This design comes from an exercise in tuning for small area, a short achievable clock period and few clock cycles on the open sky130 flow, not from production work.
Only simulation tests tie the RTL to the original design; equivalence was not proved.
Power is estimated from default activity; no workload was simulated.

### config.mk
export PLATFORM = sky130hd
export DESIGN_NAME = polder_lanes
export DESIGN_NICKNAME = polder_lanes
export VERILOG_FILES = /design/flow/design.v
export SDC_FILE = /design/flow/constraint.sdc
export NUM_CORES = 4
export LEC_CHECK = 0
export CAP_MARGIN = 20
export CORE_MARGIN = 2
export CORE_UTILIZATION = 40
export CTS_BUF_LIST = sky130_fd_sc_hd__clkbuf_8
export PLACE_DENSITY = 0.45
export SLEW_MARGIN = 20
export SYNTH_HIERARCHICAL = 1
### constraint.sdc
create_clock -name core_clock -period 12.5 [get_ports {clk}]
set_input_delay 2.5000 -clock core_clock [delete_from_list [all_inputs] [get_ports {clk}]]
set_output_delay 2.5000 -clock core_clock [all_outputs]
set_load 0.01 [all_outputs]
### design.v
module polder_lanes (
    input  wire         clk,
    input  wire         rst,           
    input  wire         in_valid,
    output wire         in_ready,
    input  wire         in_mode,       
    input  wire         in_last,       
    input  wire [31:0]  in_row,        
    input  wire [63:0]  in_col,        
    input  wire [1:0]   in_row_pres,
    input  wire [3:0]   in_col_pres,
    output wire         sh_valid,
    input  wire         sh_release,
    input  wire [2:0]   rd_lane,       
    output wire [33:0]  rd_re,
    output wire [33:0]  rd_im
);
    localparam ROWS = 2;
    localparam COLS = 4;
    localparam LANES = ROWS * COLS;
    function [15:0] unpack;   
        input [15:0] s;
        input        mode;
        begin
            if (mode)
                unpack = s;
            else
                unpack = {{4{s[3]}}, s[3:0], {4{s[7]}}, s[7:4]};
        end
    endfunction
    reg sh_full;    
    reg q_last;     
    reg clr;        
    reg ld;         
    wire busy = sh_full | q_last | ld;
    assign in_ready = ~(in_last & busy);
    assign sh_valid = sh_full;
    wire fire = in_valid & in_ready & ~rst;
    reg [15:0] q_row [0:ROWS-1];
    reg [15:0] q_col [0:COLS-1];
    genvar r, c;
    generate
        for (r = 0; r < ROWS; r = r + 1) begin : g_in_row
            always @(posedge clk)
                q_row[r] <= (fire & in_row_pres[r]) ? unpack(in_row[16*r +: 16], in_mode) : 16'd0;
        end
        for (c = 0; c < COLS; c = c + 1) begin : g_in_col
            always @(posedge clk)
                q_col[c] <= in_col_pres[c] ? unpack(in_col[16*c +: 16], in_mode) : 16'd0;
        end
    endgenerate
    always @(posedge clk) begin
        if (rst) begin
            q_last  <= 1'b0;
            clr     <= 1'b1;
            ld      <= 1'b0;
            sh_full <= 1'b0;
        end else begin
            q_last <= fire & in_last;
            clr    <= q_last;
            ld     <= q_last;
            if (ld)
                sh_full <= 1'b1;
            else if (sh_release)
                sh_full <= 1'b0;
        end
    end
    reg [16:0] nlo_re [0:LANES-1];    
    reg [16:0] nlo_im [0:LANES-1];
    reg [16:0] hi_re [0:LANES-1];
    reg [16:0] hi_im [0:LANES-1];
    reg        up_re [0:LANES-1];
    reg        dn_re [0:LANES-1];
    reg        up_im [0:LANES-1];
    reg        dn_im [0:LANES-1];
    reg [16:0] sh_nlo_re [0:LANES-1];  
    reg [16:0] sh_nlo_im [0:LANES-1];
    reg [16:0] sh_hi_re  [0:LANES-1];
    reg [16:0] sh_hi_im  [0:LANES-1];
    generate
        for (r = 0; r < ROWS; r = r + 1) begin : g_row
            for (c = 0; c < COLS; c = c + 1) begin : g_col
                localparam L = r * COLS + c;
                wire [7:0] xr = q_row[r][7:0];
                wire [7:0] xi = q_row[r][15:8];
                wire [7:0] yr = q_col[c][7:0];
                wire [7:0] yi = q_col[c][15:8];
                wire [16:0] ns_re, ns_im;
                wire inc_re, dec_re, inc_im, dec_im;
                pl_mac_re u_re (.xr(xr), .xi(xi), .yr(yr), .yi(yi),
                                .nxr(~xr), .nxi(~xi), .nyr(~yr), .nyi(~yi),
                                .na(nlo_re[L] | {17{clr}}),
                                .ns(ns_re), .inc(inc_re), .dec(dec_re));
                pl_mac_im u_im (.xr(xr), .xi(xi), .yr(yr), .yi(yi),
                                .nxr(~xr), .nxi(~xi), .nyr(~yr), .nyi(~yi),
                                .na(nlo_im[L] | {17{clr}}),
                                .ns(ns_im), .inc(inc_im), .dec(dec_im));
                wire [16:0] hn_re = updown(hi_re[L], up_re[L], dn_re[L]);
                wire [16:0] hn_im = updown(hi_im[L], up_im[L], dn_im[L]);
                always @(posedge clk) begin
                    nlo_re[L] <= ns_re;
                    nlo_im[L] <= ns_im;
                    up_re[L] <= inc_re;
                    dn_re[L] <= dec_re;
                    up_im[L] <= inc_im;
                    dn_im[L] <= dec_im;
                    hi_re[L] <= clr ? 17'd0 : hn_re;
                    hi_im[L] <= clr ? 17'd0 : hn_im;
                    if (ld) begin
                        sh_nlo_re[L] <= nlo_re[L];
                        sh_nlo_im[L] <= nlo_im[L];
                        sh_hi_re[L]  <= hn_re;
                        sh_hi_im[L]  <= hn_im;
                    end
                end
            end
        end
    endgenerate
    function [16:0] updown;
        input [16:0] h;
        input        up;
        input        down;
        integer i;
        reg ones, zeros;
        begin
            ones = 1'b1;
            zeros = 1'b1;
            for (i = 0; i < 17; i = i + 1) begin
                updown[i] = h[i] ^ ((up & ones) | (down & zeros));
                ones = ones & h[i];
                zeros = zeros & ~h[i];
            end
        end
    endfunction
    genvar k;
    generate
        for (k = 0; k < 17; k = k + 1) begin : g_rd
            wire re_l0, re_l1, im_l0, im_l1, re_h0, re_h1, im_h0, im_h1;
            pl_mux4 u_re_l0 (.d({sh_nlo_re[3][k], sh_nlo_re[2][k], sh_nlo_re[1][k], sh_nlo_re[0][k]}), .s(rd_lane[1:0]), .y(re_l0));
            pl_mux4 u_re_l1 (.d({sh_nlo_re[7][k], sh_nlo_re[6][k], sh_nlo_re[5][k], sh_nlo_re[4][k]}), .s(rd_lane[1:0]), .y(re_l1));
            pl_mux2i u_re_l (.a(re_l0), .b(re_l1), .s(rd_lane[2]), .y(rd_re[k]));
            pl_mux4 u_im_l0 (.d({sh_nlo_im[3][k], sh_nlo_im[2][k], sh_nlo_im[1][k], sh_nlo_im[0][k]}), .s(rd_lane[1:0]), .y(im_l0));
            pl_mux4 u_im_l1 (.d({sh_nlo_im[7][k], sh_nlo_im[6][k], sh_nlo_im[5][k], sh_nlo_im[4][k]}), .s(rd_lane[1:0]), .y(im_l1));
            pl_mux2i u_im_l (.a(im_l0), .b(im_l1), .s(rd_lane[2]), .y(rd_im[k]));
            pl_mux4 u_re_h0 (.d({sh_hi_re[3][k], sh_hi_re[2][k], sh_hi_re[1][k], sh_hi_re[0][k]}), .s(rd_lane[1:0]), .y(re_h0));
            pl_mux4 u_re_h1 (.d({sh_hi_re[7][k], sh_hi_re[6][k], sh_hi_re[5][k], sh_hi_re[4][k]}), .s(rd_lane[1:0]), .y(re_h1));
            pl_mux2 u_re_h (.a(re_h0), .b(re_h1), .s(rd_lane[2]), .y(rd_re[17 + k]));
            pl_mux4 u_im_h0 (.d({sh_hi_im[3][k], sh_hi_im[2][k], sh_hi_im[1][k], sh_hi_im[0][k]}), .s(rd_lane[1:0]), .y(im_h0));
            pl_mux4 u_im_h1 (.d({sh_hi_im[7][k], sh_hi_im[6][k], sh_hi_im[5][k], sh_hi_im[4][k]}), .s(rd_lane[1:0]), .y(im_h1));
            pl_mux2 u_im_h (.a(im_h0), .b(im_h1), .s(rd_lane[2]), .y(rd_im[17 + k]));
        end
    endgenerate
endmodule
module pl_mac_re (
    input  wire [7:0] xr, xi, yr, yi,
    input  wire [7:0] nxr, nxi, nyr, nyi,   
    input  wire [16:0] na,                   
    output wire [16:0] ns,
    output wire inc,
    output wire dec
);
    wire t1, t2;
    pl_ha u_t1 (.a(~(xr[0] & yr[5])), .b(~(xr[1] & yr[4])), .s(t1), .co(t2));
    wire t3, t4;
    pl_ha u_t3 (.a(~(xr[0] & yr[6])), .b(~(xr[1] & yr[5])), .s(t3), .co(t4));
    wire t5, t6;
    pl_fa u_t5 (.a(~(xr[2] & yr[4])), .b(~(xr[3] & yr[3])), .c(~(xr[4] & yr[2])), .s(t5), .co(t6));
    wire t7, t8;
    pl_ha u_t7 (.a(~(nxr[0] | nyr[7])), .b(~(xr[1] & yr[6])), .s(t7), .co(t8));
    wire t9, t10;
    pl_fa u_t9 (.a(~(xr[2] & yr[5])), .b(~(xr[3] & yr[4])), .c(~(xr[4] & yr[3])), .s(t9), .co(t10));
    wire t11, t12;
    pl_fa u_t11 (.a(~(xr[5] & yr[2])), .b(~(xr[6] & yr[1])), .c(~(nxr[7] | nyr[0])), .s(t11), .co(t12));
    wire t13, t14;
    pl_fa u_t13 (.a(~(nxi[0] | nyi[7])), .b(~(xi[1] & yi[6])), .c(1'b1), .s(t13), .co(t14));
    wire t15, t16;
    pl_ha u_t15 (.a(~(nxr[1] | nyr[7])), .b(~(xr[2] & yr[6])), .s(t15), .co(t16));
    wire t17, t18;
    pl_fa u_t17 (.a(~(xr[3] & yr[5])), .b(~(xr[4] & yr[4])), .c(~(xr[5] & yr[3])), .s(t17), .co(t18));
    wire t19, t20;
    pl_fa u_t19 (.a(~(xr[6] & yr[2])), .b(~(nxr[7] | nyr[1])), .c(~(nxi[1] | nyi[7])), .s(t19), .co(t20));
    wire t21, t22;
    pl_fa u_t21 (.a(~(xi[2] & yi[6])), .b(~(xi[3] & yi[5])), .c(1'b1), .s(t21), .co(t22));
    wire t23, t24;
    pl_fa u_t23 (.a(~(nxr[2] | nyr[7])), .b(~(xr[3] & yr[6])), .c(~(xr[4] & yr[5])), .s(t23), .co(t24));
    wire t25, t26;
    pl_fa u_t25 (.a(~(xr[5] & yr[4])), .b(~(xr[6] & yr[3])), .c(~(nxr[7] | nyr[2])), .s(t25), .co(t26));
    wire t27, t28;
    pl_ha u_t27 (.a(~(xr[0] & yr[3])), .b(~(xr[1] & yr[2])), .s(t27), .co(t28));
    wire t29, t30;
    pl_ha u_t29 (.a(~(xr[0] & yr[4])), .b(~(xr[1] & yr[3])), .s(t29), .co(t30));
    wire t31, t32;
    pl_fa u_t31 (.a(~(xr[2] & yr[2])), .b(~(xr[3] & yr[1])), .c(~(xr[4] & yr[0])), .s(t31), .co(t32));
    wire t33, t34;
    pl_fa u_t33 (.a(~(xr[2] & yr[3])), .b(~(xr[3] & yr[2])), .c(~(xr[4] & yr[1])), .s(t33), .co(t34));
    wire t35, t36;
    pl_fa u_t35 (.a(~(xr[5] & yr[0])), .b(~(xi[0] & yi[5])), .c(~(xi[1] & yi[4])), .s(t35), .co(t36));
    wire t37, t38;
    pl_fa u_t37 (.a(~(xi[2] & yi[3])), .b(~(xi[3] & yi[2])), .c(1'b1), .s(t37), .co(t38));
    wire t39, t40;
    pl_fa u_t39 (.a(~(xr[5] & yr[1])), .b(~(xr[6] & yr[0])), .c(~(xi[0] & yi[6])), .s(t39), .co(t40));
    wire t41, t42;
    pl_fa u_t41 (.a(~(xi[1] & yi[5])), .b(~(xi[2] & yi[4])), .c(~(xi[3] & yi[3])), .s(t41), .co(t42));
    wire t43, t44;
    pl_fa u_t43 (.a(~(xi[4] & yi[2])), .b(~(xi[5] & yi[1])), .c(~(xi[6] & yi[0])), .s(t43), .co(t44));
    wire t45, t46;
    pl_fa u_t45 (.a(na[6]), .b(t2), .c(1'b1), .s(t45), .co(t46));
    wire t47, t48;
    pl_fa u_t47 (.a(~(xi[2] & yi[5])), .b(~(xi[3] & yi[4])), .c(~(xi[4] & yi[3])), .s(t47), .co(t48));
    wire t49, t50;
    pl_fa u_t49 (.a(~(xi[5] & yi[2])), .b(~(xi[6] & yi[1])), .c(~(nxi[7] | nyi[0])), .s(t49), .co(t50));
    wire t51, t52;
    pl_fa u_t51 (.a(na[7]), .b(t4), .c(t6), .s(t51), .co(t52));
    wire t53, t54;
    pl_fa u_t53 (.a(t7), .b(t9), .c(t11), .s(t53), .co(t54));
    wire t55, t56;
    pl_fa u_t55 (.a(~(xi[4] & yi[4])), .b(~(xi[5] & yi[3])), .c(~(xi[6] & yi[2])), .s(t55), .co(t56));
    wire t57, t58;
    pl_fa u_t57 (.a(~(nxi[7] | nyi[1])), .b(na[8]), .c(t8), .s(t57), .co(t58));
    wire t59, t60;
    pl_fa u_t59 (.a(t10), .b(t12), .c(t14), .s(t59), .co(t60));
    wire t61, t62;
    pl_fa u_t61 (.a(t15), .b(t17), .c(t19), .s(t61), .co(t62));
    wire t63, t64;
    pl_fa u_t63 (.a(~(nxi[2] | nyi[7])), .b(~(xi[3] & yi[6])), .c(~(xi[4] & yi[5])), .s(t63), .co(t64));
    wire t65, t66;
    pl_fa u_t65 (.a(~(xi[5] & yi[4])), .b(~(xi[6] & yi[3])), .c(~(nxi[7] | nyi[2])), .s(t65), .co(t66));
    wire t67, t68;
    pl_fa u_t67 (.a(na[9]), .b(t16), .c(t18), .s(t67), .co(t68));
    wire t69, t70;
    pl_fa u_t69 (.a(t20), .b(t22), .c(t23), .s(t69), .co(t70));
    wire t71, t72;
    pl_fa u_t71 (.a(~(nxr[3] | nyr[7])), .b(~(xr[4] & yr[6])), .c(~(xr[5] & yr[5])), .s(t71), .co(t72));
    wire t73, t74;
    pl_fa u_t73 (.a(~(xr[6] & yr[4])), .b(~(nxr[7] | nyr[3])), .c(~(nxi[3] | nyi[7])), .s(t73), .co(t74));
    wire t75, t76;
    pl_fa u_t75 (.a(~(xi[4] & yi[6])), .b(~(xi[5] & yi[5])), .c(~(xi[6] & yi[4])), .s(t75), .co(t76));
    wire t77, t78;
    pl_fa u_t77 (.a(~(nxi[7] | nyi[3])), .b(na[10]), .c(t24), .s(t77), .co(t78));
    wire t79, t80;
    pl_fa u_t79 (.a(~(nxr[4] | nyr[7])), .b(~(xr[5] & yr[6])), .c(~(xr[6] & yr[5])), .s(t79), .co(t80));
    wire t81, t82;
    pl_fa u_t81 (.a(~(nxr[7] | nyr[4])), .b(~(nxi[4] | nyi[7])), .c(~(xi[5] & yi[6])), .s(t81), .co(t82));
    wire t83, t84;
    pl_ha u_t83 (.a(~(xr[0] & yr[2])), .b(~(xr[1] & yr[1])), .s(t83), .co(t84));
    wire t85, t86;
    pl_fa u_t85 (.a(~(xr[2] & yr[1])), .b(~(xr[3] & yr[0])), .c(~(xi[0] & yi[3])), .s(t85), .co(t86));
    wire t87, t88;
    pl_fa u_t87 (.a(~(xi[1] & yi[2])), .b(~(xi[2] & yi[1])), .c(1'b1), .s(t87), .co(t88));
    wire t89, t90;
    pl_fa u_t89 (.a(~(xi[0] & yi[4])), .b(~(xi[1] & yi[3])), .c(~(xi[2] & yi[2])), .s(t89), .co(t90));
    wire t91, t92;
    pl_fa u_t91 (.a(~(xi[3] & yi[1])), .b(~(xi[4] & yi[0])), .c(na[4]), .s(t91), .co(t92));
    wire t93, t94;
    pl_fa u_t93 (.a(t28), .b(t29), .c(1'b1), .s(t93), .co(t94));
    wire t95, t96;
    pl_fa u_t95 (.a(~(xi[4] & yi[1])), .b(~(xi[5] & yi[0])), .c(na[5]), .s(t95), .co(t96));
    wire t97, t98;
    pl_fa u_t97 (.a(t30), .b(t32), .c(t33), .s(t97), .co(t98));
    wire t99, t100;
    pl_fa u_t99 (.a(t35), .b(t37), .c(t1), .s(t99), .co(t100));
    wire t101, t102;
    pl_fa u_t101 (.a(t34), .b(t36), .c(t38), .s(t101), .co(t102));
    wire t103, t104;
    pl_fa u_t103 (.a(t39), .b(t41), .c(t43), .s(t103), .co(t104));
    wire t105, t106;
    pl_fa u_t105 (.a(t3), .b(t5), .c(t45), .s(t105), .co(t106));
    wire t107, t108;
    pl_fa u_t107 (.a(t40), .b(t42), .c(t44), .s(t107), .co(t108));
    wire t109, t110;
    pl_fa u_t109 (.a(t47), .b(t49), .c(t13), .s(t109), .co(t110));
    wire t111, t112;
    pl_fa u_t111 (.a(t46), .b(t51), .c(t53), .s(t111), .co(t112));
    wire t113, t114;
    pl_fa u_t113 (.a(t48), .b(t50), .c(t55), .s(t113), .co(t114));
    wire t115, t116;
    pl_fa u_t115 (.a(t21), .b(t52), .c(t54), .s(t115), .co(t116));
    wire t117, t118;
    pl_fa u_t117 (.a(t57), .b(t59), .c(t61), .s(t117), .co(t118));
    wire t119, t120;
    pl_fa u_t119 (.a(t56), .b(t63), .c(t65), .s(t119), .co(t120));
    wire t121, t122;
    pl_fa u_t121 (.a(t25), .b(t58), .c(t60), .s(t121), .co(t122));
    wire t123, t124;
    pl_fa u_t123 (.a(t62), .b(t67), .c(t69), .s(t123), .co(t124));
    wire t125, t126;
    pl_fa u_t125 (.a(t64), .b(t66), .c(t71), .s(t125), .co(t126));
    wire t127, t128;
    pl_fa u_t127 (.a(t73), .b(t75), .c(t26), .s(t127), .co(t128));
    wire t129, t130;
    pl_fa u_t129 (.a(t68), .b(t70), .c(t77), .s(t129), .co(t130));
    wire t131, t132;
    pl_fa u_t131 (.a(~(xi[6] & yi[5])), .b(~(nxi[7] | nyi[4])), .c(na[11]), .s(t131), .co(t132));
    wire t133, t134;
    pl_fa u_t133 (.a(t72), .b(t74), .c(t76), .s(t133), .co(t134));
    wire t135, t136;
    pl_fa u_t135 (.a(t79), .b(t81), .c(t78), .s(t135), .co(t136));
    wire t137, t138;
    pl_fa u_t137 (.a(~(nxr[5] | nyr[7])), .b(~(xr[6] & yr[6])), .c(~(nxr[7] | nyr[5])), .s(t137), .co(t138));
    wire t139, t140;
    pl_fa u_t139 (.a(~(nxi[5] | nyi[7])), .b(~(xi[6] & yi[6])), .c(~(nxi[7] | nyi[5])), .s(t139), .co(t140));
    wire t141, t142;
    pl_fa u_t141 (.a(na[12]), .b(t80), .c(t82), .s(t141), .co(t142));
    wire t143, t144;
    pl_fa u_t143 (.a(~(nxr[6] | nyr[7])), .b(~(nxr[7] | nyr[6])), .c(~(nxi[6] | nyi[7])), .s(t143), .co(t144));
    wire t145, t146;
    pl_ha u_t145 (.a(~(xr[0] & yr[1])), .b(~(xr[1] & yr[0])), .s(t145), .co(t146));
    wire t147, t148;
    pl_fa u_t147 (.a(~(xr[2] & yr[0])), .b(~(xi[0] & yi[2])), .c(~(xi[1] & yi[1])), .s(t147), .co(t148));
    wire t149, t150;
    pl_fa u_t149 (.a(~(xi[2] & yi[0])), .b(na[2]), .c(1'b1), .s(t149), .co(t150));
    wire t151, t152;
    pl_fa u_t151 (.a(~(xi[3] & yi[0])), .b(na[3]), .c(t84), .s(t151), .co(t152));
    wire t153, t154;
    pl_fa u_t153 (.a(t85), .b(t87), .c(t27), .s(t153), .co(t154));
    wire t155, t156;
    pl_fa u_t155 (.a(t86), .b(t88), .c(t89), .s(t155), .co(t156));
    wire t157, t158;
    pl_fa u_t157 (.a(t91), .b(t31), .c(t93), .s(t157), .co(t158));
    wire t159, t160;
    pl_fa u_t159 (.a(t90), .b(t92), .c(t95), .s(t159), .co(t160));
    wire t161, t162;
    pl_fa u_t161 (.a(t94), .b(t97), .c(t99), .s(t161), .co(t162));
    wire t163, t164;
    pl_fa u_t163 (.a(t96), .b(t98), .c(t100), .s(t163), .co(t164));
    wire t165, t166;
    pl_fa u_t165 (.a(t101), .b(t103), .c(t105), .s(t165), .co(t166));
    wire t167, t168;
    pl_fa u_t167 (.a(t102), .b(t104), .c(t107), .s(t167), .co(t168));
    wire t169, t170;
    pl_fa u_t169 (.a(t109), .b(t106), .c(t111), .s(t169), .co(t170));
    wire t171, t172;
    pl_fa u_t171 (.a(t108), .b(t110), .c(t113), .s(t171), .co(t172));
    wire t173, t174;
    pl_fa u_t173 (.a(t112), .b(t115), .c(t117), .s(t173), .co(t174));
    wire t175, t176;
    pl_fa u_t175 (.a(t114), .b(t119), .c(t116), .s(t175), .co(t176));
    wire t177, t178;
    pl_fa u_t177 (.a(t118), .b(t121), .c(t123), .s(t177), .co(t178));
    wire t179, t180;
    pl_fa u_t179 (.a(t120), .b(t125), .c(t127), .s(t179), .co(t180));
    wire t181, t182;
    pl_fa u_t181 (.a(t122), .b(t124), .c(t129), .s(t181), .co(t182));
    wire t183, t184;
    pl_fa u_t183 (.a(t131), .b(t126), .c(t128), .s(t183), .co(t184));
    wire t185, t186;
    pl_fa u_t185 (.a(t133), .b(t130), .c(t135), .s(t185), .co(t186));
    wire t187, t188;
    pl_fa u_t187 (.a(t132), .b(t137), .c(t139), .s(t187), .co(t188));
    wire t189, t190;
    pl_fa u_t189 (.a(t134), .b(t141), .c(t136), .s(t189), .co(t190));
    wire t191, t192;
    pl_fa u_t191 (.a(~(nxi[7] | nyi[6])), .b(na[13]), .c(t138), .s(t191), .co(t192));
    wire t193, t194;
    pl_fa u_t193 (.a(t140), .b(t143), .c(t142), .s(t193), .co(t194));
    wire t195, t196;
    pl_fa u_t195 (.a(~(xr[7] & yr[7])), .b(~(xi[7] & yi[7])), .c(na[14]), .s(t195), .co(t196));
    wire t197, t198;
    pl_ha u_t197 (.a(~(xr[0] & yr[0])), .b(~(xi[0] & yi[0])), .s(t197), .co(t198));
    wire t199, t200;
    pl_fa u_t199 (.a(~(xi[0] & yi[1])), .b(~(xi[1] & yi[0])), .c(na[1]), .s(t199), .co(t200));
    wire t201, t202;
    pl_fa u_t201 (.a(t146), .b(t147), .c(t149), .s(t201), .co(t202));
    wire t203, t204;
    pl_fa u_t203 (.a(t148), .b(t150), .c(t151), .s(t203), .co(t204));
    wire t205, t206;
    pl_fa u_t205 (.a(t152), .b(t154), .c(t155), .s(t205), .co(t206));
    wire t207, t208;
    pl_fa u_t207 (.a(t156), .b(t159), .c(t158), .s(t207), .co(t208));
    wire t209, t210;
    pl_fa u_t209 (.a(t160), .b(t162), .c(t163), .s(t209), .co(t210));
    wire t211, t212;
    pl_fa u_t211 (.a(t164), .b(t167), .c(t166), .s(t211), .co(t212));
    wire t213, t214;
    pl_fa u_t213 (.a(t168), .b(t171), .c(t170), .s(t213), .co(t214));
    wire t215, t216;
    pl_fa u_t215 (.a(t172), .b(t174), .c(t175), .s(t215), .co(t216));
    wire t217, t218;
    pl_fa u_t217 (.a(t179), .b(t176), .c(t178), .s(t217), .co(t218));
    wire t219, t220;
    pl_fa u_t219 (.a(t180), .b(t183), .c(t182), .s(t219), .co(t220));
    wire t221, t222;
    pl_fa u_t221 (.a(t187), .b(t184), .c(t186), .s(t221), .co(t222));
    wire t223, t224;
    pl_fa u_t223 (.a(t188), .b(t191), .c(t193), .s(t223), .co(t224));
    wire t225, t226;
    pl_fa u_t225 (.a(t195), .b(t144), .c(t192), .s(t225), .co(t226));
    wire t227, t228;
    pl_fa u_t227 (.a(t198), .b(t199), .c(1'b1), .s(t227), .co(t228));
    wire t229, t230;
    pl_fa u_t229 (.a(t200), .b(t83), .c(t201), .s(t229), .co(t230));
    wire t231, t232;
    pl_fa u_t231 (.a(t202), .b(t153), .c(t203), .s(t231), .co(t232));
    wire t233, t234;
    pl_fa u_t233 (.a(t204), .b(t205), .c(t157), .s(t233), .co(t234));
    wire t235, t236;
    pl_fa u_t235 (.a(t206), .b(t161), .c(t207), .s(t235), .co(t236));
    wire t237, t238;
    pl_fa u_t237 (.a(t208), .b(t209), .c(t165), .s(t237), .co(t238));
    wire t239, t240;
    pl_fa u_t239 (.a(t210), .b(t169), .c(t211), .s(t239), .co(t240));
    wire t241, t242;
    pl_fa u_t241 (.a(t173), .b(t212), .c(t213), .s(t241), .co(t242));
    wire t243, t244;
    pl_fa u_t243 (.a(t177), .b(t214), .c(t215), .s(t243), .co(t244));
    wire t245, t246;
    pl_fa u_t245 (.a(t181), .b(t216), .c(t217), .s(t245), .co(t246));
    wire t247, t248;
    pl_fa u_t247 (.a(t185), .b(t218), .c(t219), .s(t247), .co(t248));
    wire t249, t250;
    pl_fa u_t249 (.a(t189), .b(t220), .c(t221), .s(t249), .co(t250));
    wire t251, t252;
    pl_fa u_t251 (.a(t223), .b(t190), .c(t222), .s(t251), .co(t252));
    wire t253, t254;
    pl_fa u_t253 (.a(t225), .b(t194), .c(t224), .s(t253), .co(t254));
    wire t255, t256;
    pl_fa u_t255 (.a(na[15]), .b(t196), .c(t226), .s(t255), .co(t256));
    wire t257 = ~na[16];
    wire t258 = na[16];
    wire [16:0] nra = {t256, t254, t252, t250, t248, t246, t244, t242, t240, t238, t236, t234, t232, t230, t228, t227, na[0]};
    wire [16:0] nrb = {t257, t255, t253, t251, t249, t247, t245, t243, t241, t239, t237, t235, t233, t231, t229, t145, t197};
    wire [17:0] t = {1'b0, nra} + {1'b0, nrb};
    assign ns = t[16:0];
    assign inc = ~(t[17] | t258);
    assign dec = t[17] & t258;
endmodule
module pl_mac_im (
    input  wire [7:0] xr, xi, yr, yi,
    input  wire [7:0] nxr, nxi, nyr, nyi,   
    input  wire [16:0] na,                   
    output wire [16:0] ns,
    output wire inc,
    output wire dec
);
    wire t1, t2;
    pl_ha u_t1 (.a(~(xi[0] & yr[5])), .b(~(xi[1] & yr[4])), .s(t1), .co(t2));
    wire t3, t4;
    pl_ha u_t3 (.a(~(xi[0] & yr[6])), .b(~(xi[1] & yr[5])), .s(t3), .co(t4));
    wire t5, t6;
    pl_fa u_t5 (.a(~(xi[2] & yr[4])), .b(~(xi[3] & yr[3])), .c(~(xi[4] & yr[2])), .s(t5), .co(t6));
    wire t7, t8;
    pl_ha u_t7 (.a(~(nxi[0] | nyr[7])), .b(~(xi[1] & yr[6])), .s(t7), .co(t8));
    wire t9, t10;
    pl_fa u_t9 (.a(~(xi[2] & yr[5])), .b(~(xi[3] & yr[4])), .c(~(xi[4] & yr[3])), .s(t9), .co(t10));
    wire t11, t12;
    pl_fa u_t11 (.a(~(xi[5] & yr[2])), .b(~(xi[6] & yr[1])), .c(~(nxi[7] | nyr[0])), .s(t11), .co(t12));
    wire t13, t14;
    pl_fa u_t13 (.a(~(xr[0] & yi[7])), .b(~(nxr[1] | nyi[6])), .c(1'b1), .s(t13), .co(t14));
    wire t15, t16;
    pl_ha u_t15 (.a(~(nxi[1] | nyr[7])), .b(~(xi[2] & yr[6])), .s(t15), .co(t16));
    wire t17, t18;
    pl_fa u_t17 (.a(~(xi[3] & yr[5])), .b(~(xi[4] & yr[4])), .c(~(xi[5] & yr[3])), .s(t17), .co(t18));
    wire t19, t20;
    pl_fa u_t19 (.a(~(xi[6] & yr[2])), .b(~(nxi[7] | nyr[1])), .c(~(xr[1] & yi[7])), .s(t19), .co(t20));
    wire t21, t22;
    pl_fa u_t21 (.a(~(nxr[2] | nyi[6])), .b(~(nxr[3] | nyi[5])), .c(1'b1), .s(t21), .co(t22));
    wire t23, t24;
    pl_fa u_t23 (.a(~(nxi[2] | nyr[7])), .b(~(xi[3] & yr[6])), .c(~(xi[4] & yr[5])), .s(t23), .co(t24));
    wire t25, t26;
    pl_fa u_t25 (.a(~(xi[5] & yr[4])), .b(~(xi[6] & yr[3])), .c(~(nxi[7] | nyr[2])), .s(t25), .co(t26));
    wire t27, t28;
    pl_ha u_t27 (.a(~(xi[0] & yr[3])), .b(~(xi[1] & yr[2])), .s(t27), .co(t28));
    wire t29, t30;
    pl_ha u_t29 (.a(~(xi[0] & yr[4])), .b(~(xi[1] & yr[3])), .s(t29), .co(t30));
    wire t31, t32;
    pl_fa u_t31 (.a(~(xi[2] & yr[2])), .b(~(xi[3] & yr[1])), .c(~(xi[4] & yr[0])), .s(t31), .co(t32));
    wire t33, t34;
    pl_fa u_t33 (.a(~(xi[2] & yr[3])), .b(~(xi[3] & yr[2])), .c(~(xi[4] & yr[1])), .s(t33), .co(t34));
    wire t35, t36;
    pl_fa u_t35 (.a(~(xi[5] & yr[0])), .b(~(nxr[0] | nyi[5])), .c(~(nxr[1] | nyi[4])), .s(t35), .co(t36));
    wire t37, t38;
    pl_fa u_t37 (.a(~(nxr[2] | nyi[3])), .b(~(nxr[3] | nyi[2])), .c(1'b1), .s(t37), .co(t38));
    wire t39, t40;
    pl_fa u_t39 (.a(~(xi[5] & yr[1])), .b(~(xi[6] & yr[0])), .c(~(nxr[0] | nyi[6])), .s(t39), .co(t40));
    wire t41, t42;
    pl_fa u_t41 (.a(~(nxr[1] | nyi[5])), .b(~(nxr[2] | nyi[4])), .c(~(nxr[3] | nyi[3])), .s(t41), .co(t42));
    wire t43, t44;
    pl_fa u_t43 (.a(~(nxr[4] | nyi[2])), .b(~(nxr[5] | nyi[1])), .c(~(nxr[6] | nyi[0])), .s(t43), .co(t44));
    wire t45, t46;
    pl_fa u_t45 (.a(na[6]), .b(t2), .c(1'b1), .s(t45), .co(t46));
    wire t47, t48;
    pl_fa u_t47 (.a(~(nxr[2] | nyi[5])), .b(~(nxr[3] | nyi[4])), .c(~(nxr[4] | nyi[3])), .s(t47), .co(t48));
    wire t49, t50;
    pl_fa u_t49 (.a(~(nxr[5] | nyi[2])), .b(~(nxr[6] | nyi[1])), .c(~(xr[7] & yi[0])), .s(t49), .co(t50));
    wire t51, t52;
    pl_fa u_t51 (.a(na[7]), .b(t4), .c(t6), .s(t51), .co(t52));
    wire t53, t54;
    pl_fa u_t53 (.a(t7), .b(t9), .c(t11), .s(t53), .co(t54));
    wire t55, t56;
    pl_fa u_t55 (.a(~(nxr[4] | nyi[4])), .b(~(nxr[5] | nyi[3])), .c(~(nxr[6] | nyi[2])), .s(t55), .co(t56));
    wire t57, t58;
    pl_fa u_t57 (.a(~(xr[7] & yi[1])), .b(na[8]), .c(t8), .s(t57), .co(t58));
    wire t59, t60;
    pl_fa u_t59 (.a(t10), .b(t12), .c(t14), .s(t59), .co(t60));
    wire t61, t62;
    pl_fa u_t61 (.a(t15), .b(t17), .c(t19), .s(t61), .co(t62));
    wire t63, t64;
    pl_fa u_t63 (.a(~(xr[2] & yi[7])), .b(~(nxr[3] | nyi[6])), .c(~(nxr[4] | nyi[5])), .s(t63), .co(t64));
    wire t65, t66;
    pl_fa u_t65 (.a(~(nxr[5] | nyi[4])), .b(~(nxr[6] | nyi[3])), .c(~(xr[7] & yi[2])), .s(t65), .co(t66));
    wire t67, t68;
    pl_fa u_t67 (.a(na[9]), .b(t16), .c(t18), .s(t67), .co(t68));
    wire t69, t70;
    pl_fa u_t69 (.a(t20), .b(t22), .c(t23), .s(t69), .co(t70));
    wire t71, t72;
    pl_fa u_t71 (.a(~(nxi[3] | nyr[7])), .b(~(xi[4] & yr[6])), .c(~(xi[5] & yr[5])), .s(t71), .co(t72));
    wire t73, t74;
    pl_fa u_t73 (.a(~(xi[6] & yr[4])), .b(~(nxi[7] | nyr[3])), .c(~(xr[3] & yi[7])), .s(t73), .co(t74));
    wire t75, t76;
    pl_fa u_t75 (.a(~(nxr[4] | nyi[6])), .b(~(nxr[5] | nyi[5])), .c(~(nxr[6] | nyi[4])), .s(t75), .co(t76));
    wire t77, t78;
    pl_fa u_t77 (.a(~(xr[7] & yi[3])), .b(na[10]), .c(t24), .s(t77), .co(t78));
    wire t79, t80;
    pl_fa u_t79 (.a(~(nxi[4] | nyr[7])), .b(~(xi[5] & yr[6])), .c(~(xi[6] & yr[5])), .s(t79), .co(t80));
    wire t81, t82;
    pl_fa u_t81 (.a(~(nxi[7] | nyr[4])), .b(~(xr[4] & yi[7])), .c(~(nxr[5] | nyi[6])), .s(t81), .co(t82));
    wire t83, t84;
    pl_ha u_t83 (.a(~(xi[0] & yr[2])), .b(~(xi[1] & yr[1])), .s(t83), .co(t84));
    wire t85, t86;
    pl_fa u_t85 (.a(~(xi[2] & yr[1])), .b(~(xi[3] & yr[0])), .c(~(nxr[0] | nyi[3])), .s(t85), .co(t86));
    wire t87, t88;
    pl_fa u_t87 (.a(~(nxr[1] | nyi[2])), .b(~(nxr[2] | nyi[1])), .c(1'b1), .s(t87), .co(t88));
    wire t89, t90;
    pl_fa u_t89 (.a(~(nxr[0] | nyi[4])), .b(~(nxr[1] | nyi[3])), .c(~(nxr[2] | nyi[2])), .s(t89), .co(t90));
    wire t91, t92;
    pl_fa u_t91 (.a(~(nxr[3] | nyi[1])), .b(~(nxr[4] | nyi[0])), .c(na[4]), .s(t91), .co(t92));
    wire t93, t94;
    pl_fa u_t93 (.a(t28), .b(t29), .c(1'b1), .s(t93), .co(t94));
    wire t95, t96;
    pl_fa u_t95 (.a(~(nxr[4] | nyi[1])), .b(~(nxr[5] | nyi[0])), .c(na[5]), .s(t95), .co(t96));
    wire t97, t98;
    pl_fa u_t97 (.a(t30), .b(t32), .c(t33), .s(t97), .co(t98));
    wire t99, t100;
    pl_fa u_t99 (.a(t35), .b(t37), .c(t1), .s(t99), .co(t100));
    wire t101, t102;
    pl_fa u_t101 (.a(t34), .b(t36), .c(t38), .s(t101), .co(t102));
    wire t103, t104;
    pl_fa u_t103 (.a(t39), .b(t41), .c(t43), .s(t103), .co(t104));
    wire t105, t106;
    pl_fa u_t105 (.a(t3), .b(t5), .c(t45), .s(t105), .co(t106));
    wire t107, t108;
    pl_fa u_t107 (.a(t40), .b(t42), .c(t44), .s(t107), .co(t108));
    wire t109, t110;
    pl_fa u_t109 (.a(t47), .b(t49), .c(t13), .s(t109), .co(t110));
    wire t111, t112;
    pl_fa u_t111 (.a(t46), .b(t51), .c(t53), .s(t111), .co(t112));
    wire t113, t114;
    pl_fa u_t113 (.a(t48), .b(t50), .c(t55), .s(t113), .co(t114));
    wire t115, t116;
    pl_fa u_t115 (.a(t21), .b(t52), .c(t54), .s(t115), .co(t116));
    wire t117, t118;
    pl_fa u_t117 (.a(t57), .b(t59), .c(t61), .s(t117), .co(t118));
    wire t119, t120;
    pl_fa u_t119 (.a(t56), .b(t63), .c(t65), .s(t119), .co(t120));
    wire t121, t122;
    pl_fa u_t121 (.a(t25), .b(t58), .c(t60), .s(t121), .co(t122));
    wire t123, t124;
    pl_fa u_t123 (.a(t62), .b(t67), .c(t69), .s(t123), .co(t124));
    wire t125, t126;
    pl_fa u_t125 (.a(t64), .b(t66), .c(t71), .s(t125), .co(t126));
    wire t127, t128;
    pl_fa u_t127 (.a(t73), .b(t75), .c(t26), .s(t127), .co(t128));
    wire t129, t130;
    pl_fa u_t129 (.a(t68), .b(t70), .c(t77), .s(t129), .co(t130));
    wire t131, t132;
    pl_fa u_t131 (.a(~(nxr[6] | nyi[5])), .b(~(xr[7] & yi[4])), .c(na[11]), .s(t131), .co(t132));
    wire t133, t134;
    pl_fa u_t133 (.a(t72), .b(t74), .c(t76), .s(t133), .co(t134));
    wire t135, t136;
    pl_fa u_t135 (.a(t79), .b(t81), .c(t78), .s(t135), .co(t136));
    wire t137, t138;
    pl_fa u_t137 (.a(~(nxi[5] | nyr[7])), .b(~(xi[6] & yr[6])), .c(~(nxi[7] | nyr[5])), .s(t137), .co(t138));
    wire t139, t140;
    pl_fa u_t139 (.a(~(xr[5] & yi[7])), .b(~(nxr[6] | nyi[6])), .c(~(xr[7] & yi[5])), .s(t139), .co(t140));
    wire t141, t142;
    pl_fa u_t141 (.a(na[12]), .b(t80), .c(t82), .s(t141), .co(t142));
    wire t143, t144;
    pl_fa u_t143 (.a(~(nxi[6] | nyr[7])), .b(~(nxi[7] | nyr[6])), .c(~(xr[6] & yi[7])), .s(t143), .co(t144));
    wire t145, t146;
    pl_ha u_t145 (.a(~(xi[0] & yr[1])), .b(~(xi[1] & yr[0])), .s(t145), .co(t146));
    wire t147, t148;
    pl_fa u_t147 (.a(~(xi[2] & yr[0])), .b(~(nxr[0] | nyi[2])), .c(~(nxr[1] | nyi[1])), .s(t147), .co(t148));
    wire t149, t150;
    pl_fa u_t149 (.a(~(nxr[2] | nyi[0])), .b(na[2]), .c(1'b1), .s(t149), .co(t150));
    wire t151, t152;
    pl_fa u_t151 (.a(~(nxr[3] | nyi[0])), .b(na[3]), .c(t84), .s(t151), .co(t152));
    wire t153, t154;
    pl_fa u_t153 (.a(t85), .b(t87), .c(t27), .s(t153), .co(t154));
    wire t155, t156;
    pl_fa u_t155 (.a(t86), .b(t88), .c(t89), .s(t155), .co(t156));
    wire t157, t158;
    pl_fa u_t157 (.a(t91), .b(t31), .c(t93), .s(t157), .co(t158));
    wire t159, t160;
    pl_fa u_t159 (.a(t90), .b(t92), .c(t95), .s(t159), .co(t160));
    wire t161, t162;
    pl_fa u_t161 (.a(t94), .b(t97), .c(t99), .s(t161), .co(t162));
    wire t163, t164;
    pl_fa u_t163 (.a(t96), .b(t98), .c(t100), .s(t163), .co(t164));
    wire t165, t166;
    pl_fa u_t165 (.a(t101), .b(t103), .c(t105), .s(t165), .co(t166));
    wire t167, t168;
    pl_fa u_t167 (.a(t102), .b(t104), .c(t107), .s(t167), .co(t168));
    wire t169, t170;
    pl_fa u_t169 (.a(t109), .b(t106), .c(t111), .s(t169), .co(t170));
    wire t171, t172;
    pl_fa u_t171 (.a(t108), .b(t110), .c(t113), .s(t171), .co(t172));
    wire t173, t174;
    pl_fa u_t173 (.a(t112), .b(t115), .c(t117), .s(t173), .co(t174));
    wire t175, t176;
    pl_fa u_t175 (.a(t114), .b(t119), .c(t116), .s(t175), .co(t176));
    wire t177, t178;
    pl_fa u_t177 (.a(t118), .b(t121), .c(t123), .s(t177), .co(t178));
    wire t179, t180;
    pl_fa u_t179 (.a(t120), .b(t125), .c(t127), .s(t179), .co(t180));
    wire t181, t182;
    pl_fa u_t181 (.a(t122), .b(t124), .c(t129), .s(t181), .co(t182));
    wire t183, t184;
    pl_fa u_t183 (.a(t131), .b(t126), .c(t128), .s(t183), .co(t184));
    wire t185, t186;
    pl_fa u_t185 (.a(t133), .b(t130), .c(t135), .s(t185), .co(t186));
    wire t187, t188;
    pl_fa u_t187 (.a(t132), .b(t137), .c(t139), .s(t187), .co(t188));
    wire t189, t190;
    pl_fa u_t189 (.a(t134), .b(t141), .c(t136), .s(t189), .co(t190));
    wire t191, t192;
    pl_fa u_t191 (.a(~(xr[7] & yi[6])), .b(na[13]), .c(t138), .s(t191), .co(t192));
    wire t193, t194;
    pl_fa u_t193 (.a(t140), .b(t143), .c(t142), .s(t193), .co(t194));
    wire t195, t196;
    pl_fa u_t195 (.a(~(xi[7] & yr[7])), .b(~(nxr[7] | nyi[7])), .c(na[14]), .s(t195), .co(t196));
    wire t197, t198;
    pl_fa u_t197 (.a(~(nxr[0] | nyi[1])), .b(~(nxr[1] | nyi[0])), .c(1'b1), .s(t197), .co(t198));
    wire t199, t200;
    pl_fa u_t199 (.a(t146), .b(t147), .c(t149), .s(t199), .co(t200));
    wire t201, t202;
    pl_fa u_t201 (.a(t148), .b(t150), .c(t151), .s(t201), .co(t202));
    wire t203, t204;
    pl_fa u_t203 (.a(t152), .b(t154), .c(t155), .s(t203), .co(t204));
    wire t205, t206;
    pl_fa u_t205 (.a(t156), .b(t159), .c(t158), .s(t205), .co(t206));
    wire t207, t208;
    pl_fa u_t207 (.a(t160), .b(t162), .c(t163), .s(t207), .co(t208));
    wire t209, t210;
    pl_fa u_t209 (.a(t164), .b(t167), .c(t166), .s(t209), .co(t210));
    wire t211, t212;
    pl_fa u_t211 (.a(t168), .b(t171), .c(t170), .s(t211), .co(t212));
    wire t213, t214;
    pl_fa u_t213 (.a(t172), .b(t174), .c(t175), .s(t213), .co(t214));
    wire t215, t216;
    pl_fa u_t215 (.a(t179), .b(t176), .c(t178), .s(t215), .co(t216));
    wire t217, t218;
    pl_fa u_t217 (.a(t180), .b(t183), .c(t182), .s(t217), .co(t218));
    wire t219, t220;
    pl_fa u_t219 (.a(t187), .b(t184), .c(t186), .s(t219), .co(t220));
    wire t221, t222;
    pl_fa u_t221 (.a(t188), .b(t191), .c(t193), .s(t221), .co(t222));
    wire t223, t224;
    pl_fa u_t223 (.a(t195), .b(t144), .c(t192), .s(t223), .co(t224));
    wire t225, t226;
    pl_fa u_t225 (.a(~(xi[0] & yr[0])), .b(~(nxr[0] | nyi[0])), .c(1'b1), .s(t225), .co(t226));
    wire t227, t228;
    pl_fa u_t227 (.a(na[1]), .b(t197), .c(t145), .s(t227), .co(t228));
    wire t229, t230;
    pl_fa u_t229 (.a(t198), .b(t83), .c(t199), .s(t229), .co(t230));
    wire t231, t232;
    pl_fa u_t231 (.a(t200), .b(t153), .c(t201), .s(t231), .co(t232));
    wire t233, t234;
    pl_fa u_t233 (.a(t202), .b(t203), .c(t157), .s(t233), .co(t234));
    wire t235, t236;
    pl_fa u_t235 (.a(t204), .b(t161), .c(t205), .s(t235), .co(t236));
    wire t237, t238;
    pl_fa u_t237 (.a(t206), .b(t207), .c(t165), .s(t237), .co(t238));
    wire t239, t240;
    pl_fa u_t239 (.a(t208), .b(t169), .c(t209), .s(t239), .co(t240));
    wire t241, t242;
    pl_fa u_t241 (.a(t173), .b(t210), .c(t211), .s(t241), .co(t242));
    wire t243, t244;
    pl_fa u_t243 (.a(t177), .b(t212), .c(t213), .s(t243), .co(t244));
    wire t245, t246;
    pl_fa u_t245 (.a(t181), .b(t214), .c(t215), .s(t245), .co(t246));
    wire t247, t248;
    pl_fa u_t247 (.a(t185), .b(t216), .c(t217), .s(t247), .co(t248));
    wire t249, t250;
    pl_fa u_t249 (.a(t189), .b(t218), .c(t219), .s(t249), .co(t250));
    wire t251, t252;
    pl_fa u_t251 (.a(t221), .b(t190), .c(t220), .s(t251), .co(t252));
    wire t253, t254;
    pl_fa u_t253 (.a(t223), .b(t194), .c(t222), .s(t253), .co(t254));
    wire t255, t256;
    pl_fa u_t255 (.a(na[15]), .b(t196), .c(t224), .s(t255), .co(t256));
    wire t257 = ~na[16];
    wire t258 = na[16];
    wire [16:0] nra = {t256, t254, t252, t250, t248, t246, t244, t242, t240, t238, t236, t234, t232, t230, t228, t226, t225};
    wire [16:0] nrb = {t257, t255, t253, t251, t249, t247, t245, t243, t241, t239, t237, t235, t233, t231, t229, t227, na[0]};
    wire [17:0] t = {1'b0, nra} + {1'b0, nrb};
    assign ns = t[16:0];
    assign inc = ~(t[17] | t258);
    assign dec = t[17] & t258;
endmodule
module pl_fa (input wire a, input wire b, input wire c, output wire s, output wire co);
    assign s = a ^ b ^ c;
    assign co = (a & b) | (a & c) | (b & c);
endmodule
module pl_ha (input wire a, input wire b, output wire s, output wire co);
    assign s = a ^ b;
    assign co = a & b;
endmodule
module pl_mux4 (input wire [3:0] d, input wire [1:0] s, output wire y);
    assign y = d[s];
endmodule
module pl_mux2 (input wire a, input wire b, input wire s, output wire y);
    assign y = s ? b : a;
endmodule
module pl_mux2i (input wire a, input wire b, input wire s, output wire y);
    assign y = ~(s ? b : a);
endmodule
### flow/run.sh
#!/bin/bash
set -e
export SETUP_SLACK_MARGIN=6.2
bash standard.sh MATCH_CELL_FOOTPRINT=0 "BUFFER_PORTS_ARGS=-buffer_cell sky130_fd_sc_hd__buf_2" finish > standard.log 2>&1
### standard.sh
#!/bin/bash
# synth_recipe.tcl (not shown) runs the flow's synth.tcl, then flattens the netlist and writes it again
# the make line also repeats each setting of config.mk as NAME=value (left out here)
make -C /OpenROAD-flow-scripts/flow DESIGN_CONFIG=/design/flow/config.mk WORK_HOME=/design/flow/orfs CLKGATE_MAP_FILE= SYNTH_SCRIPT=/design/flow/synth_recipe.tcl "${@:-finish}"
==> results of run 1 <==
cell families (layout without fill, tap and decap cells):
| family | count (synthesis) | in the layout | share of synthesized area |
|---|---|---|---|
| AND/OR/NAND/NOR | 3938 | 3938 | 0.168 |
| adder cells (fa/ha/maj) | 2336 | 2336 | 0.399 |
| flip-flops | 1220 | 1220 | 0.272 |
| AO/OA/AOI/OAI | 1014 | 1014 | 0.0658 |
| XOR/XNOR | 431 | 431 | 0.0344 |
| buffers and inverters | 402 | 1041 | 0.0158 |
| multiplexers | 295 | 295 | 0.0441 |
| other | 16 | 140 | 0.000548 |
area by class of cell:
cell class	count	area share
multi-input combinational	8150	0.644
clock buffer	280	0.0315
clock inverter	160	0.00822
inverter	208	0.00657
sequential	1220	0.245
timing repair buffer	393	0.0281
antenna	4	0.0000819
tap	3589	0.0367
path summary, 6_finish.rpt:
kind              slack (ps)  depth (start not counted)         endpoint         start
hold / removal           380                          0  sh_nlo_im[6][0]  nlo_im[6][0]
setup reg to reg        6270                         16         up_im[4]   q_row[1][1]
setup / recovery        5970                          5        rd_im[14]    rd_lane[0]
hold reg to reg          380                          0  sh_nlo_im[6][0]  nlo_im[6][0]
power by group through the flow:
stage / sequential [mW] / clock [mW] / combinational, mW
finish: 7.26 / 4.21 / 20.4
global route: 7.36 / 4.50 / 22.6
detailed placement: 7.33 / 0 / 19.9
floorplan: 6.57 / 0 / 15.6
CTS: 7.26 / 4.35 / 20.2
global placement: 7.32 / 0 / 19.8
state kept, by name (all words and copies together), names as in the netlist, 136 cells and up:
signal     flops
hi_im        136
hi_re        136
nlo_im       136
nlo_re       136
sh_hi_im     136
sh_hi_re     136
sh_nlo_im    136
sh_nlo_re    136
layer usage:
layer / track usage / part of all wire / vias up / routed length [µm]
met5: 0 / 0.000024 / - / 10
met4: 0.137 / 0.055 / 2 / 23000
met3: 0.0627 / 0.081 / 698 / 33600
met2: 0.446 / 0.43 / 3475 / 180000
met1: 0.415 / 0.43 / 41193 / 178000
li1: - / - / 33864 / -
synth_stat cells, types with 27 or more instances:
| cell | n | area share |
|---|---|---|
| a21boi_0 | 60 | 0.0041 |
| a21o_1 | 104 | 0.0071 |
| a21oi_1 | 236 | 0.011 |
| a21oi_2 | 32 | 0.0026 |
| a31oi_1 | 40 | 0.0023 |
| and2_1 | 62 | 0.0035 |
| and3_1 | 69 | 0.0039 |
| buf_2 | 27 | 0.0012 |
| clkbuf_1 | 132 | 0.0045 |
| dfxtp_1 | 676 | 0.12 |
| edfxtp_1 | 544 | 0.15 |
| fa_1 | 1928 | 0.35 |
| ha_1 | 408 | 0.047 |
| inv_1 | 208 | 0.0071 |
| mux2_4 | 34 | 0.0047 |
| mux2i_1 | 119 | 0.011 |
| mux4_2 | 136 | 0.028 |
| nand2_1 | 1608 | 0.055 |
| nand2b_1 | 68 | 0.0039 |
| nand3_1 | 96 | 0.0044 |
| nand4_1 | 82 | 0.0047 |
| nor2_1 | 968 | 0.033 |
| nor2b_1 | 328 | 0.019 |
| nor3_1 | 113 | 0.0052 |
| nor4_1 | 43 | 0.0025 |
| o21a_1 | 33 | 0.0023 |
| o21ai_0 | 127 | 0.0058 |
| o21ai_1 | 33 | 0.0015 |
| o22ai_1 | 32 | 0.0018 |
| or2_2 | 290 | 0.017 |
| or3_1 | 51 | 0.0029 |
| or4_1 | 39 | 0.0027 |
| xnor2_1 | 282 | 0.023 |
| xor2_1 | 149 | 0.012 |
repair_timing:
action | 4_1_cts | 5_1_grt
hold endpoints to repair | 0 | 0
cloned | 23 | 1
setup endpoints to repair | 86 | 126
buffers inserted | 8 | 7
resized for setup | 113 | 59
modules after synthesis (local to each module, per instance), a selection:
module / copies in the design / flip-flops and latches / area (µm²) / cells
pl_fa: 1912 / 0 / 20.0 / 1
polder_lanes: 1 / 1220 / 42400 / 3232
pl_ha: 136 / 0 / 12.5 / 1
pl_mac_re: 8 / 0 / 1500 / 269
pl_mux2: 34 / 0 / 15.0 / 1
pl_mux2i: 34 / 0 / 10.0 / 1
==> flow_summary_export.csv, run 1 <==
group,metric,value,unit
outcome,status,"timing/DRC/antenna clean",
timing,period_needed,6530,ps
global_routing,antenna_found_initial,13,
routing,drc_errors,0,
routing,ant_nets,0,
place,dp_slack,4290,ps
timing,fin_skew,119,ps
pwr,p_comb_frac,0.640,
clocking,htreeDepth,4,
timing,setup_viol,0,
worst_setup_path,max_stage_delay,530,ps
pwr,power_leakage,43.1,nW
clocking,insertion_delay,1070,ps
floorplan,placementRows,192,
cells_and_area,drive_above_1_share,0.138,
global_routing,grt_first_pass_wirelength,597000,µm
worst_setup_path,start_kind,"input pin",
flow_run,drv_cap,0,
cells_and_area,nFillCells,25630,
timing,rsz0062_at_grt,"true",
synth,synth_ff_type,"dfxtp_1",
clocking,clock_sinks,1220,
synth,netlist_instances,9652,
synth,yosysSeqAreaShare,0.272,
pwr,netSwitchingFraction,0.470,
timing,maxSlewViolCount,0,
worst_setup_path,required,10000,ps
worst_setup_path,cpMaxStageDelayCell,"mux4_2",
synth,synth_area,110000,µm²
synth,ys_ff_latch,1220,
pwr,seq_power_share,0.228,
cells_and_area,layout_common_cells,"fa_1 (1,928), nand2_1 (1,608), nor2_1 (968), dfxtp_1 (644), edfxtp_1 (544)",
timing,whs,381,ps
worst_setup_path,crit_arrival,4030,ps
synth,synth_warnings,21,
pwr,clkPwrFrac,0.132,
floorplan,dieArea,278000,µm²
clocking,cts.clk_slew.worst_paths,60,ps
pwr,p_switching,15.0,mW
synth,ys_types,88,
worst_setup_path,crit_path_cell_trace,"buf_16 > clkbuf_16 > mux4_2 > mux2i_4 > buf_2",
cells_and_area,areaGrowthSynthToFinish,11.6,%
clocking,clock_path_buffers,4,
cells_and_area,multi_input_area,78700,µm²
global_routing,grt-ovfl-total,0,
timing,relSlewSlack,0.256,
floorplan,core-area,273000,µm²
clocking,ctsRootBufferMaster,"clkbuf_8",
worst_setup_path,crit_buf_inv,3,
worst_setup_path,critPathKind,"input pin to output pin",
place,dp_hpwl,299000,µm
place,globalplace.congestion,0.902,
timing,post-route-period-util,0.523,
worst_setup_path,crit_family,"multiplexers",
global_routing,grt_use_total,0.298,
synth,synth_edf_count,544,
routing,drt-initial-drc-count,7397,
worst_setup_path,path_max_fanout,6,
timing,finalWorstSetupSlack,5970,ps
timing,setup-tns-final,0,ps
cells_and_area,final_nets,12659,
cells_and_area,fin_area,122000,µm²
synth,syn_avg_cell_area,11.4,µm²
worst_setup_path,endpoint_kind,"output pin",
floorplan,top_level_ports,181,
clocking,cts_made_buffers,239,
timing,hold_viol,0,
clocking,ctsHoldBuffers,0,
hold_path,hp-class,"register to register",
timing,max_slew.worst_pin.slew,1120,ps
place,placed_area,116000,µm²
place,dp.cells,13521,
floorplan,die_h,527,µm
pwr,ir_drop,186,µV
cells_and_area,final_util,0.448,
routing,vias_per_cell,5.66,
routing,firstDrtPassIters,8,
pwr,power_density,261,nW/µm²
routing,wirelength,414000,µm
global_routing,grt_pass1_vias,83233,
floorplan,start_util,0.401,
clocking,cts_tree,"done",
place,port-buffer-count,180,
pwr,p_int,16.9,mW
floorplan,chipWidth,527,µm
cells_and_area,final_common_cell,"fa_1",
cells_and_area,register_area,29900,µm²
global_routing,grt_max_degree,126,
synth,synthArstFlopShare,0,
routing,wire_per_inst,29.6,µm
cells_and_area,layout.cells.non_filler,14004,
timing,fmax,0.153,GHz
routing,via_count,79232,
pwr,finalPower,31.9,mW
Testbench counts, summed over its fixed seeds: cycles 9,410.
==> run 2: changes to the inputs <==
--- a/design.v
+++ b/design.v
@@ -32,7 +32,9 @@
     reg q_last;     
     reg clr;        
     reg ld;         
-    wire busy = sh_full | q_last | ld;
+    reg clr2;       
+    reg ld2;
+    wire busy = sh_full | q_last | ld | ld2;
     assign in_ready = ~(in_last & busy);
     assign sh_valid = sh_full;
     wire fire = in_valid & in_ready & ~rst;
@@ -54,12 +56,16 @@
             q_last  <= 1'b0;
             clr     <= 1'b1;
             ld      <= 1'b0;
+            clr2    <= 1'b1;
+            ld2     <= 1'b0;
             sh_full <= 1'b0;
         end else begin
             q_last <= fire & in_last;
             clr    <= q_last;
             ld     <= q_last;
-            if (ld)
+            clr2   <= clr;
+            ld2    <= ld;
+            if (ld2)
                 sh_full <= 1'b1;
             else if (sh_release)
                 sh_full <= 1'b0;
@@ -67,15 +73,21 @@
     end
     reg [16:0] nlo_re [0:LANES-1];    
     reg [16:0] nlo_im [0:LANES-1];
-    reg [16:0] hi_re [0:LANES-1];
-    reg [16:0] hi_im [0:LANES-1];
-    reg        up_re [0:LANES-1];
-    reg        dn_re [0:LANES-1];
-    reg        up_im [0:LANES-1];
-    reg        dn_im [0:LANES-1];
+    reg [8:0]  mid_re [0:LANES-1];
+    reg [8:0]  mid_im [0:LANES-1];
+    reg [7:0]  top_re [0:LANES-1];
+    reg [7:0]  top_im [0:LANES-1];
+    reg        up_re  [0:LANES-1];    
+    reg        dn_re  [0:LANES-1];
+    reg        up_im  [0:LANES-1];
+    reg        dn_im  [0:LANES-1];
+    reg        tc_re  [0:LANES-1];    
+    reg        td_re  [0:LANES-1];
+    reg        tc_im  [0:LANES-1];
+    reg        td_im  [0:LANES-1];
     reg [16:0] sh_nlo_re [0:LANES-1];  
     reg [16:0] sh_nlo_im [0:LANES-1];
-    reg [16:0] sh_hi_re  [0:LANES-1];
+    reg [16:0] sh_hi_re  [0:LANES-1];  
     reg [16:0] sh_hi_im  [0:LANES-1];
     generate
         for (r = 0; r < ROWS; r = r + 1) begin : g_row
@@ -95,43 +107,42 @@
                                 .nxr(~xr), .nxi(~xi), .nyr(~yr), .nyi(~yi),
                                 .na(nlo_im[L] | {17{clr}}),
                                 .ns(ns_im), .inc(inc_im), .dec(dec_im));
-                wire [16:0] hn_re = updown(hi_re[L], up_re[L], dn_re[L]);
-                wire [16:0] hn_im = updown(hi_im[L], up_im[L], dn_im[L]);
+                wire [8:0] mn_re, mn_im;
+                wire [7:0] tn_re, tn_im;
+                wire mc_re, mc_im;
+                pl_mid u_mid_re (.h(mid_re[L]), .up(up_re[L]), .dn(dn_re[L]), .s(mn_re), .co(mc_re));
+                pl_mid u_mid_im (.h(mid_im[L]), .up(up_im[L]), .dn(dn_im[L]), .s(mn_im), .co(mc_im));
+                pl_top u_top_re (.h(top_re[L]), .ci(tc_re[L]), .dn(td_re[L]), .s(tn_re));
+                pl_top u_top_im (.h(top_im[L]), .ci(tc_im[L]), .dn(td_im[L]), .s(tn_im));
                 always @(posedge clk) begin
                     nlo_re[L] <= ns_re;
                     nlo_im[L] <= ns_im;
-                    up_re[L] <= inc_re;
-                    dn_re[L] <= dec_re;
-                    up_im[L] <= inc_im;
-                    dn_im[L] <= dec_im;
-                    hi_re[L] <= clr ? 17'd0 : hn_re;
-                    hi_im[L] <= clr ? 17'd0 : hn_im;
+                    up_re[L]  <= inc_re;
+                    dn_re[L]  <= dec_re;
+                    up_im[L]  <= inc_im;
+                    dn_im[L]  <= dec_im;
+                    tc_re[L]  <= mc_re;
+                    td_re[L]  <= dn_re[L];
+                    tc_im[L]  <= mc_im;
+                    td_im[L]  <= dn_im[L];
+                    mid_re[L] <= clr ? 9'd0 : mn_re;
+                    mid_im[L] <= clr ? 9'd0 : mn_im;
+                    top_re[L] <= clr2 ? 8'd0 : tn_re;
+                    top_im[L] <= clr2 ? 8'd0 : tn_im;
                     if (ld) begin
-                        sh_nlo_re[L] <= nlo_re[L];
-                        sh_nlo_im[L] <= nlo_im[L];
-                        sh_hi_re[L]  <= hn_re;
-                        sh_hi_im[L]  <= hn_im;
+                        sh_nlo_re[L]      <= nlo_re[L];
+                        sh_nlo_im[L]      <= nlo_im[L];
+                        sh_hi_re[L][8:0]  <= mn_re;
+                        sh_hi_im[L][8:0]  <= mn_im;
+                    end
+                    if (ld2) begin
+                        sh_hi_re[L][16:9] <= tn_re;
+                        sh_hi_im[L][16:9] <= tn_im;
                     end
                 end
             end
         end
     endgenerate
-    function [16:0] updown;
-        input [16:0] h;
-        input        up;
-        input        down;
-        integer i;
-        reg ones, zeros;
-        begin
-            ones = 1'b1;
-            zeros = 1'b1;
-            for (i = 0; i < 17; i = i + 1) begin
-                updown[i] = h[i] ^ ((up & ones) | (down & zeros));
-                ones = ones & h[i];
-                zeros = zeros & ~h[i];
-            end
-        end
-    endfunction
     genvar k;
     generate
         for (k = 0; k < 17; k = k + 1) begin : g_rd
@@ -705,6 +716,27 @@
     assign s = a ^ b;
     assign co = a & b;
 endmodule
+module pl_mid (input wire [8:0] h, input wire up, input wire dn, output wire [8:0] s, output wire co);
+    wire [9:1] k;
+    pl_ha u_0 (.a(h[0]), .b(up | dn), .s(s[0]), .co(k[1]));
+    genvar i;
+    generate
+        for (i = 1; i < 9; i = i + 1) begin : g
+            pl_fa u (.a(h[i]), .b(dn), .c(k[i]), .s(s[i]), .co(k[i + 1]));
+        end
+    endgenerate
+    assign co = k[9];
+endmodule
+module pl_top (input wire [7:0] h, input wire ci, input wire dn, output wire [7:0] s);
+    wire [8:0] k;
+    assign k[0] = ci;
+    genvar i;
+    generate
+        for (i = 0; i < 8; i = i + 1) begin : g
+            pl_fa u (.a(h[i]), .b(dn), .c(k[i]), .s(s[i]), .co(k[i + 1]));
+        end
+    endgenerate
+endmodule
 module pl_mux4 (input wire [3:0] d, input wire [1:0] s, output wire y);
     assign y = d[s];
 endmodule
--- a/config.mk
+++ b/config.mk
@@ -8,7 +8,9 @@
 export CAP_MARGIN = 20
 export CORE_MARGIN = 2
 export CORE_UTILIZATION = 40
-export CTS_BUF_LIST = sky130_fd_sc_hd__clkbuf_8
+export CTS_BUF_LIST = sky130_fd_sc_hd__clkbuf_8 sky130_fd_sc_hd__clkbuf_16
+export CTS_CLUSTER_DIAMETER = 100
+export CTS_CLUSTER_SIZE = 30
 export PLACE_DENSITY = 0.45
 export SLEW_MARGIN = 20
 export SYNTH_HIERARCHICAL = 1
==> run 2 against run 1 <==
  * Core utilization fell by 0.21 points
  * Setup slack got worse by 47 ps
  * Cell area fell by 1.5%
  * Still clean
  * Highest routed layer unchanged
  * Clock-buffer cell count fell by 186
  * Largest power group unchanged
  * Synthesized cell count fell by 7.8%
  * First-iteration DRC count fell by 16%
  * Sequential cell count rose by 34
  * Cell count fell by 6.7%
  * Via count fell by 6.3%
  * Maximum frequency fell by 0.71%
  * Non-clock buffer count rose by 30
==> flow_summary_export.csv, run 2 <==
group,metric,value,unit
outcome,status,"timing/DRC/antenna clean",
synth,synth.area.top_cells,"fa_1 (40%), edfxtp_1 (15%), dfxtp_1 (13%)",
worst_setup_path,required,10000,ps
floorplan,top_level_ports,181,
routing,drt-initial-drc-count,6204,
pwr,clkPwrFrac,0.118,
global_routing,grt-ovfl-total,0,
cells_and_area,multi_input_area,77400,µm²
place,dp_hpwl,302000,µm
cells_and_area,final_util,0.446,
clocking,cts.clk_slew.worst_paths,100,ps
cells_and_area,nFillCells,24882,
routing,wirelength,411000,µm
synth,yosysTopAreaCellShare,0.403,
synth,syn_avg_cell_area,12.2,µm²
clocking,htreeDepth,3,
clocking,ctsRootBufferMaster,"clkbuf_16",
clocking,clock_path_buffers,3,
pwr,p_int,15.6,mW
synth,ys_ff_latch,1254,
floorplan,start_util,0.401,
cells_and_area,final_nets,12124,
worst_setup_path,r2r.worst_path.cells,16,
worst_setup_path,path_max_fanout,7,
worst_setup_path,critPathKind,"input pin to output pin",
routing,wire_per_inst,31.5,µm
hold_path,holdPathStages,0,
synth,synth_edf_count,544,
timing,period_needed,6580,ps
floorplan,chipWidth,525,µm
floorplan,core-area,270000,µm²
clocking,cts_tree,"done",
worst_setup_path,start_kind,"input pin",
timing,fin_skew,82.6,ps
pwr,power_leakage,42.9,nW
floorplan,die_h,525,µm
floorplan,placementRows,191,
routing,ant_nets,0,
global_routing,grt_max_degree,104,
cells_and_area,drive_above_1_share,0.129,
cells_and_area,register_area,30600,µm²
timing,hold_viol,0,
global_routing,grt_first_pass_wirelength,590000,µm
synth,synth_area,108000,µm²
synth,synth_ff_type,"dfxtp_1",
worst_setup_path,endpoint_kind,"output pin",
timing,rsz0062_at_grt,"true",
clocking,insertion_delay,830,ps
cells_and_area,fin_area,120000,µm²
routing,vias_per_cell,5.68,
routing,drc_errors,0,
timing,whs,413,ps
synth,ys_top_cells_by_count,"fa_1 (2,184), nand2_1 (1,510), nor2_1 (912)",
place,dp.cells,12824,
timing,finalWorstSetupSlack,5920,ps
cells_and_area,layout.cells.non_filler,13072,
synth,netlist_instances,8900,
timing,post-route-period-util,0.526,
floorplan,dieArea,275000,µm²
pwr,ir_drop,142,µV
global_routing,grt_use_total,0.301,
worst_setup_path,crit_arrival,4080,ps
timing,relSlewSlack,0.176,
timing,setup_viol,0,
timing,setup-tns-final,0,ps
pwr,power_density,250,nW/µm²
synth,synthArstFlopShare,0,
cells_and_area,areaGrowthSynthToFinish,11.1,%
place,globalplace.congestion,0.908,
global_routing,antenna_found_initial,66,
routing,firstDrtPassIters,6,
clocking,cts_made_buffers,89,
flow_run,drv_cap,0,
clocking,clock_sinks,1254,
cells_and_area,layout_common_cells,"fa_1 (2,184), nand2_1 (1,510), nor2_1 (908), dfxtp_1 (670), edfxtp_1 (544)",
synth,synth_warnings,47,
pwr,seq_power_share,0.231,
pwr,finalPower,30.1,mW
place,dp_slack,4450,ps
synth,synth_area_leader_cell,"fa_1",
timing,fmax,0.152,GHz
synth,synth.most_common_cell,"fa_1",
pwr,p_comb_frac,0.651,
synth,yosysSeqAreaShare,0.282,
cells_and_area,final_common_cell,"fa_1",
routing,via_count,74268,
place,port-buffer-count,180,
place,placed_area,115000,µm²
clocking,ctsHoldBuffers,0,
synth,ys_types,68,
pwr,p_switching,14.5,mW
timing,maxSlewViolCount,0,
timing,max_slew.worst_pin.slew,1230,ps
global_routing,grt_pass1_vias,81394,
hold_path,hp-class,"register to register",
pwr,netSwitchingFraction,0.481,
run 2: per-module statistics from Yosys (local to each module, per instance), excerpt:
| module | copies in the design | cell area [µm²] | cells | flops+latches |
|---|---|---|---|---|
| pl_mid | 16 | 6.26 | 1 | 0 |
| pl_mac_im | 8 | 1460 | 265 | 0 |
| pl_ha | 152 | 12.5 | 1 | 0 |
| pl_mac_re | 8 | 1410 | 257 | 0 |
| pl_mux4 | 136 | 22.5 | 1 | 0 |
| pl_fa | 2168 | 20.0 | 1 | 0 |
| pl_mux2i | 34 | 10.0 | 1 | 0 |
| polder_lanes | 1 | 36100 | 2184 | 1254 |
| pl_mux2 | 34 | 15.0 | 1 | 0 |
run 2: power by group through the flow:
| stage | Combinational, mW | Clock [mW] | Sequential (mW) |
|---|---|---|---|
| 2_1_floorplan | 14.4 | 0 | 6.47 |
| 4_1_cts | 19.5 | 3.66 | 6.97 |
| 5_1_grt | 21.9 | 3.79 | 7.07 |
| 3_5_place_dp | 19.2 | 0 | 7.04 |
| 6_report | 19.6 | 3.54 | 6.96 |
| 3_3_place_gp | 19.1 | 0 | 7.05 |
run 2: cells by family after synthesis:
family          Yosys count  synth area share
simple gates           3395             0.142
fa+ha+maj              2608             0.452
flops                  1254             0.282
compound gates          918            0.0581
buf+inv                 283            0.0108
mux                     266            0.0418
xor+xnor                160            0.0129
other cells              16          0.000554
run 2: final timing paths:
check	startpoint	to	slack (ps)
worst max register to register	q_row[1][15]	dn_im[7]	6270
worst min-delay path	nlo_re[5][2]	sh_nlo_re[5][2]	410
worst min register to register	nlo_re[5][2]	sh_nlo_re[5][2]	410
worst max-delay path	rd_lane[0]	rd_re[6]	5920
run 2: timing repair:
item,4_1_cts,5_1_grt
gates cloned,27,1
gates resized for setup,146,28
setup endpoints to repair,99,132
pin swaps,0,0
buffers inserted,18,14
run 2: final cells by class:
class | count | share of cell area
clock inverters | 74 | 0.00978
flip-flops and latches | 1254 | 0.254
diodes | 20 | 0.000416
repair buffers | 423 | 0.0315
well taps | 3570 | 0.0371
clock buffers | 94 | 0.0194
inverters | 154 | 0.00502
multi-input cells | 7483 | 0.642
run 2: layer usage:
layer | global-route usage | vias to the layer above | part of all wire
met4 | 0.149 | 34 | 0.058
met3 | 0.0608 | 920 | 0.076
met1 | 0.382 | 39464 | 0.39
met2 | 0.491 | 3165 | 0.47
li1 | - | 30685 | -
met5 | 0.00866 | - | 0.0018
run 2: critical path, cell delays in order:
cell and delay, ps:
buf_16 170, buf_16 160, mux4_2 530, mux2i_4 440, buf_2 230
Testbench counts of run 2, summed over its fixed seeds: cycles 9,418.

Re-timed with assumed drivers on the ports (clkbuf_16 on the clock, buf_2 on other inputs), run 2 has 5.510 ns of setup slack against 5.921 ns with ideal ports, and 5.510 ns once port delays also move by the mid clock arrival of 0.893 ns.
